This is an optimization exercise on Yosys and OpenROAD, whose aim is small area, a short achievable clock period and few clock cycles, not a production implementation.

==> run X <==
Design dec_unit, start of the top module:
module dec_unit (
    input  wire         clk,
    input  wire         rst,         
    input  wire         in_valid,
    output wire         in_ready,
    input  wire [2:0]   op,          
    input  wire [2:0]   size,        
    input  wire [2:0]   dmode,       
    input  wire [4:0]   digits,      
    input  wire [127:0] a,           
    input  wire [127:0] m,           
    output reg          out_valid,
    output reg  [127:0] result,
    output reg  [127:0] breakage,
    output reg          flag_n,
    output reg          flag_z,
    output reg          flag_c,
    output reg          flag_v,
    output reg          dov,
    output reg          ddata
);
clock: 80.0 ns
lec_check: 0
abc_area: 1
cap_margin: 30
core_margin: 2
core_utilization: 40
place_density: 0.6
slew_margin: 30
standard.sh (not shown) runs the stock make flow with config.mk's settings and CLKGATE_MAP_FILE= SYNTH_SCRIPT=/design/flow/synth_recipe.tcl, a recipe that flattens the netlist after the stock synthesis.
==> flow/flow/run.sh <==
#!/bin/bash
# The standard layout (the standard.sh, unchanged synthesis and steps), with
# one change: the port buffers that global placement inserts on every input and
# output are sky130_fd_sc_hd__buf_2 cells instead of the delay buffers
# (clkdlybuf4s50_1) that buffer_ports picks by default. The make output goes to
# standard.log; each ORFS step writes its own log under orfs/logs/.
set -euo pipefail
export BUFFER_PORTS_ARGS="-buffer_cell sky130_fd_sc_hd__buf_2"
bash standard.sh > standard.log 2>&1
==> run G (differences from run X) <==
--- a/flow/design.v
+++ b/flow/design.v
@@ -497,21 +497,21 @@
     always @* begin
         for (ci = 0; ci < 7; ci = ci + 1)
             blk_c[ci] = |Ac[16*ci +: 16];
         blk_c[7] = |Ac[123:112];
         blk_c[7:4] = blk_c[7:4] & {4{ext}};
     end
-    wire [7:0] tb_in = is_bcvd ? blk_b : blk_c;
+    wire [7:0] tb_in = blk_b;
     reg  [2:0] top;
     integer ti;
     always @* begin
         top = 3'd0;
         for (ti = 1; ti < 8; ti = ti + 1)
             if (tb_in[ti]) top = ti[2:0];
     end
-    wire [2:0] blk  = first ? top : ptr;
+    wire [2:0] blk  = (first & is_bcvd) ? top : ptr;    
     wire       last = (blk == 3'd0);
     wire [7:0]  bbyte = bsrc[{blk, 3'b000} +: 8];
     wire [75:0] dd0   = first ? 76'd0 : result[79:4];
     wire [75:0] dd1 = dabble(dd0, bbyte[7]);
     wire [75:0] dd2 = dabble(dd1, bbyte[6]);
     wire [75:0] dd3 = dabble(dd2, bbyte[5]);
@@ -589,20 +589,20 @@
             pnz_a[pi] = |a[4*pi+4 +: 4];
             pnz_m[pi] = |m[4*pi+4 +: 4];
         end
     end
     wire [30:0] psz = {{16{size >= 3'd4}}, {8{size >= 3'd3}}, {4{size >= 3'd2}},
                        {2{size != 3'd0}}, 1'b1};
-    wire zm_1  = |pnz_m[2:1],  za_1 = |pnz_a[2:1];
-    wire zm_2  = |pnz_m[6:3],  za_2 = |pnz_a[6:3];
-    wire zm_3  = |pnz_m[14:7], za_3 = |pnz_a[14:7];
-    wire zm_4  = |pnz_m[30:15], za_4 = |pnz_a[30:15];
-    wire m_hi  = (psz[1] & zm_1) | (psz[3] & zm_2) | (psz[7] & zm_3) | (psz[15] & zm_4);
-    wire a_any = pnz_a[0] | (psz[1] & za_1) | (psz[3] & za_2) | (psz[7] & za_3) | (psz[15] & za_4);
-    wire p_mul  = ~m_hi & (a_any | ~pnz_m[0]);
-    wire p_cvb  = ~|pnz_a[14:4] & ~((size == 3'd4) & |pnz_a[30:15]);
+    wire p_mul  = ~|(pnz_m[30:1] & psz[30:1]) & (|(pnz_a & psz) | ~pnz_m[0]);
+    wire [30:0] cz_a = pnz_a & {{16{size == 3'd4}}, 15'h7fff};
+    wire [7:0]  cvb_blk = {|cz_a[30:28], |cz_a[27:24], |cz_a[23:20], |cz_a[19:16],
+                           |cz_a[15:12], |cz_a[11:8], |cz_a[7:4], |cz_a[3:0]};
+    wire [2:0]  cvb_top = cvb_blk[7] ? 3'd7 : cvb_blk[6] ? 3'd6 : cvb_blk[5] ? 3'd5 :
+                          cvb_blk[4] ? 3'd4 : cvb_blk[3] ? 3'd3 : cvb_blk[2] ? 3'd2 :
+                          cvb_blk[1] ? 3'd1 : 3'd0;
+    wire p_cvb  = ~|cvb_blk[7:1];
     wire p_bcvd = a[63] ? (&a[63:8] & |a[7:0]) : ~|a[63:8];
     wire short_in = (op == OP_DMUL) ? p_mul : (op == OP_DCVB) ? p_cvb : p_bcvd;
     always @(posedge clk) begin
         if (rst) begin
             v1        <= 1'b0;
             rdy       <= 1'b1;
@@ -653,13 +653,13 @@
         if (rdy)
             m1 <= m;
         else if (swap)
             m1 <= {X, a1[3:0]};
         else
             m1 <= skip ? {8'd0, Y[123:8], m1[3:0]} : {4'd0, Y[123:4], m1[3:0]};
-        ptr    <= blk - 3'd1;
+        ptr    <= rdy ? cvb_top : blk - 3'd1;
         if (~rdy & is_mul & ~swap) begin
             zm3  <= 1'b1;
             zm7  <= 1'b1;
             zm15 <= 1'b1;
             zm31 <= 1'b1;
         end
==> notes <==
Against run G, the clock skew of run X is lower by 2.9 ps.
First-iteration DRC count: run X is smaller than run G (about 3.3%).
Of run G and run X, run G has the higher area after synthesis (gap about 0.35%, measured against run X).
Non-clock buffer count: run G is higher than run X (40).
In run G the maximum frequency is larger than in run X, by 2.3%.
Run X produced a clean layout. Run G produced a clean layout.
Design area: run X is smaller than run G (about 0.6%).
Against run X, the register-to-register slack of run G is higher by 1200 ps.
Between run X and run G, the lower sequential share of layout area is in run G (gap 0.088 points).
Clock-buffer cell count: run X is lower than run G (5).
Synthesized cell count is about the same in run G and run X.
No functional check of the RTL was part of any run of this note.

[separate check: timing with driven ports]
How much do the figures lean on ideal ports? The routed layouts below were timed once more, with nothing changed but the port constraints. Step 1, drivers: a clkbuf_16 drives clk and a buf_2 each remaining input, both assumed. Step 2, shift: input delay + t, output delay - t, t = (earliest + latest rising clock arrival at the registers) / 2. This alone moves slack from input paths to output paths. a / b / c = ideal ports / drivers / drivers and shift; a / b = the first two.
| run | shift t [ns] | slack for setup (ns) | clock arrival spread, ns | worst slew at a driven data input, ns |
|---|---|---|---|---|
| run X | 0.851 | 61.024 / 61.024 / 60.698 | 0.062 / 0.061 | 0.18 |
| run G | 0.857 | 61.453 / 61.536 / 60.679 | 0.064 / 0.064 | 0.22 |
After both steps setup and hold are still met in every run listed. The setup slack of run G, which loses most, moves by +0.083 ns with the drivers and by -0.774 ns with both steps.
